What follows belongs to an exercise in optimizing a design on an open flow for small area and a short achievable clock period; a production flow would make more cautious choices.
In this exercise RTL edits were held to simulation tests only and were not proved equivalent to the original.
Power figures rest on the tool's default switching activity, not on a simulated workload.

==> flow/design.v (outline; a module is shown in full before it is edited, if it fits) <==
// module fmul36: 1743 lines
module fmul36 (
    input  wire        clk,
    input  wire        rst,
    input  wire        in_valid,
    input  wire [35:0] a,
    input  wire [35:0] b,
    input  wire [2:0]  rm,
    input  wire        ftz,
    output reg         out_valid,
    output reg  [35:0] result,
    output reg         iv,
    output reg         of,
    output reg         uf,
    output reg         nx
);
  // ...
==> flow/run.sh <==
#!/bin/bash
# synth_recipe.tcl (not shown) runs the flow's synth.tcl, then flattens the netlist and writes it again
# the make line also repeats each setting of config.mk as NAME=value (left out here)
make -C /OpenROAD-flow-scripts/flow DESIGN_CONFIG=/design/flow/config.mk WORK_HOME=/design/flow/orfs CLKGATE_MAP_FILE= SYNTH_SCRIPT=/design/flow/synth_recipe.tcl finish
==> flow/config.mk <==
export PLATFORM = sky130hd
export DESIGN_NAME = fmul36
export DESIGN_NICKNAME = fmul36
export VERILOG_FILES = /design/flow/design.v
export SDC_FILE = /design/flow/constraint.sdc
export NUM_CORES = 4
export LEC_CHECK = 0
export ABC_CLOCK_PERIOD_IN_PS = 3500
export CAP_MARGIN = 20
export CORE_MARGIN = 2
export CORE_UTILIZATION = 40
export SLEW_MARGIN = 20
==> flow/constraint.sdc <==
create_clock -name core_clock -period 16.5 [get_ports {clk}]
set_input_delay 3.3000 -clock core_clock [delete_from_list [all_inputs] [get_ports {clk}]]
set_output_delay 3.3000 -clock core_clock [all_outputs]
set_load 0.01 [all_outputs]
==> results.yml, run 1 <==
min_path:
  holdPathStages: 0
finish:
  buf_share: 0.0409
  largest_register_ffs: 53
  area_delta_synth_final_pct: 9.97
  inverters: 865
synth:
  synth_commonest_cells: "inv_1, fa_1, and2_1"
  synth_nets: 5093
  synthSimpleGateAreaFrac: 0.184
place:
  place_congestion: 0.914
routing:
  dr.pass1.iters: 8
clocking:
  cts_tree: "done"
  cts_root_buffer: "clkbuf_16"
  clkLatencyLatePin_ps: 610
  cts_sinks: 317
critical_path:
  slowest_stage: "mux4_2"
  crit_cells: 26
run_status:
  status: "timing/DRC/antenna clean"
floorplanning:
  die-area_um2: 96500
  core_um2: 93300
sta:
  fmax_mhz: 126
  rsz0062_at_grt: "false"
  hold-worst-slack_ps: 323
  min_period_ps: 7960
  tns_ps: 0
power_and_ir_drop:
  p_int_mw: 3.79
  p_clk_frac: 0.124
  p_comb_frac: 0.713
  p_sw_frac: 0.505
global_routing:
  grt_pass1_wl_mm: 183
==> inputs of run 2 (changes only) <==
--- a/flow/config.mk
+++ b/flow/config.mk
@@ -7,3 +7,2 @@
 export LEC_CHECK = 0
-export ABC_CLOCK_PERIOD_IN_PS = 3500
 export CAP_MARGIN = 20
==> run 2 against run 1 <==
Still clean. Non-clock buffer count is the same. Area after synthesis did not move. Final area did not move. Worst hold slack did not move. Critical path type unchanged. Largest cell class unchanged. Largest power group unchanged.
==> results.yml, run 2 <==
run_status:
  status: "timing/DRC/antenna clean"
global_routing:
  antenna_found_initial: 4
  first_global_vias: 30700
  track_usage: 0.245
  overflow: 0
  grt_max_degree: 55
  grt_pass1_wl_mm: 183
sta:
  tns_ps: 0
  fmax_mhz: 126
  min_period_over_period: 0.483
  report.final.slew_viol_count: 0
  max-slew-margin-rel: 0.275
  setup_violations: 0
  rsz0062_at_grt: "false"
  worst_slew_pin_slew_ps: 1090
  clock_skew_ps: 34.2
  hold-worst-slack_ps: 323
  hold_viol: 0
  min_period_ps: 7960
finish:
  layout_commonest_cell: "inv_1"
  nets: 5071
  area_delta_synth_final_pct: 9.97
  top_regs: "csa_r: 53 flops, csb_r: 52 flops, w3: 37 flops"
  fillers: 9317
  drive_gt1_frac: 0.0510
  top_register: "csa_r"
  postLayoutCoreUtil: 0.443
  mostFrequentLayoutCells: "inv_1, fa_1, and2_1"
  largest_register_ffs: 53
  finalInstanceArea_um2: 41400
critical_path:
  slowest_stage: "mux4_2"
  cp-start-kind: "flip-flop"
  required_ps: 17000
  crit_arrival_ps: 8460
  end_kind: "flip-flop"
  critPathMaxFanout: 54
  critPathKind: "reg -> reg"
  max_stage_delay_ps: 720
synth:
  synth_edf_count: 0
  synth-seq-cells: 317
  synthCells: 4266
  synth_nets: 5093
  async_flop_share: 0
  synth_flop_cell: "dfxtp_1"
  ys_seq_area_frac: 0.169
  ys_types: 88
  synth_most_common_cell: "inv_1"
  postSynthAreaPerCell_um2: 8.82
  netlist_top_cells_area: "fa_1, dfxtp_1, and2_1"
  yosys.area.top_type: "fa_1"
  synth_commonest_cells: "inv_1, fa_1, and2_1"
  yosys.area.top_type_share: 0.336
  syn_area_um2: 37600
  yosysWarnings: 1
floorplanning:
  die_w_um: 311
  core.rowCount: 112
  die_h_um: 311
  initial_utilization: 0.403
  die-area_um2: 96500
  core_um2: 93300
  ioPinCount: 120
power_and_ir_drop:
  vdd_ir_drop_max_v: 0.000122
  leakagePower_nw: 19.2
  power.density_nw_per_um2: 185
clocking:
  htree_levels: 2
  clkLatencyLatePin_ps: 610
  cts_sinks: 317
  numCtsBuffers: 41
  clk_pin_slew_ps: 60
  post_cts_buffers: 0
  cts_root_buffer: "clkbuf_16"
  ctsResizeCount: 0
  cts_tree: "done"
  clk_path_buf_depth: 3
  hold_buffers: 0
routing:
  via_count: 29500
  finalWirelength_mm: 118
  post_drt_wl_per_cell_um: 21.3
  drtIter0Drc: 2553
  drc: 0
  vias_per_cell: 5.33
  dr.pass1.iters: 8
  ant_nets: 0
place:
  dpl-instance-area_um2: 39900
  placement.io_buffers: 119
  place_hpwl_mm: 85.1
  place_congestion: 0.914
min_path:
  hp-class: "reg -> reg"
flow_run:
  max_cap_viol_count: 0
run 2: cell counts after synthesis:
No cell type changed its count.
run 2: routing by layer:
metal | GRT usage | up-vias | wire length (µm)
met5 | 0 | - | 11
met4 | 0.0904 | 2 | 4490
met3 | 0.0311 | 255 | 8540
met2 | 0.399 | 1249 | 54400
met1 | 0.334 | 14800 | 50400
li1 | - | 13200 | -
run 2: path summary, 6_finish.rpt:
kind / from / end / slack [ps] / cells past startpoint
max: ks3[0] / result[11] / 8540 / 26
max reg2reg: ks3[0] / result[11] / 8540 / 26
min: dn2_2 / dn2_3 / 320 / 0
min reg2reg: dn2_2 / dn2_3 / 320 / 0
run 2: critical path: cells and delay by family (launching register included):
kind	cells	cell delay [ps]
adders and majority gates	4	1270
DFF	1	310
muxes	3	1160
buffers and inverters	3	1240
and+or+nand+nor	10	2870
AOI/OAI and AO/OA	6	990
run 2: where the power goes:
group	internal [mW]	switching [mW]
clock network	0.576	0.375
logic	2.13	3.34
registers	1.09	0.159
total	3.79	3.88
run 2: cell type report:
| type | instances | area, µm² | area share |
|---|---|---|---|
| Antenna cell | 3 | 7.51 | 0.000181 |
| Clock buffer | 53 | 1140 | 0.0276 |
| Clock inverter | 23 | 325 | 0.00786 |
| Inverter | 865 | 3250 | 0.0785 |
| Multi-Input combinational cell | 2833 | 27000 | 0.654 |
| Sequential cell | 317 | 6350 | 0.153 |
| Tap cell | 1254 | 1570 | 0.0379 |
| Timing Repair Buffer | 186 | 1690 | 0.0409 |
run 2: logic make-up after synthesis:
kind of cell | synth area share
adders and majority gates | 0.376
xor gates and xnor gates | 0.0234
muxes | 0.0385
buffers and inverters | 0.113
and+or+nand+nor | 0.184
DFF | 0.169
AOI/OAI and AO/OA | 0.0968
run 2: stage by stage:
| step | power (mW) | setup WS (ps) | instances |
|---|---|---|---|
| 2_1_floorplan | 4.71 | 10170 | 4266 |
| 3_3_place_gp | 6.58 | 8750 | 5455 |
| 3_5_place_dp | 6.66 | 8670 | 5455 |
| 4_1_cts | 7.63 | 8600 | 5531 |
| 5_1_grt | 8.33 | 7720 | 5532 |
| 6_report | 7.67 | 8540 | 5534 |

## what the ideal ports hide
The flow's constraints put no driver on any port. The routed layouts listed below were extracted and timed again, unchanged, in two steps.
Step 1, drivers: a clkbuf_16 drives clk and a buf_2 each remaining input, both assumed.
Step 2 times the ports against the registers' clock, not the clock port: input delays grow and output delays shrink by t, the midpoint of the rising clock arrivals with the driver on.
Slacks: no drivers / after step 1 / after step 2; pairs: no drivers / after step 1.
run	t (ns)	slack for setup (ns)	worst slew at a driven data input, ns
run 1	0.647	8.537 / 8.537 / 8.537	0.04
run 2	0.647	8.537 / 8.537 / 8.537	0.04
After both steps setup and hold are still met in every run listed.
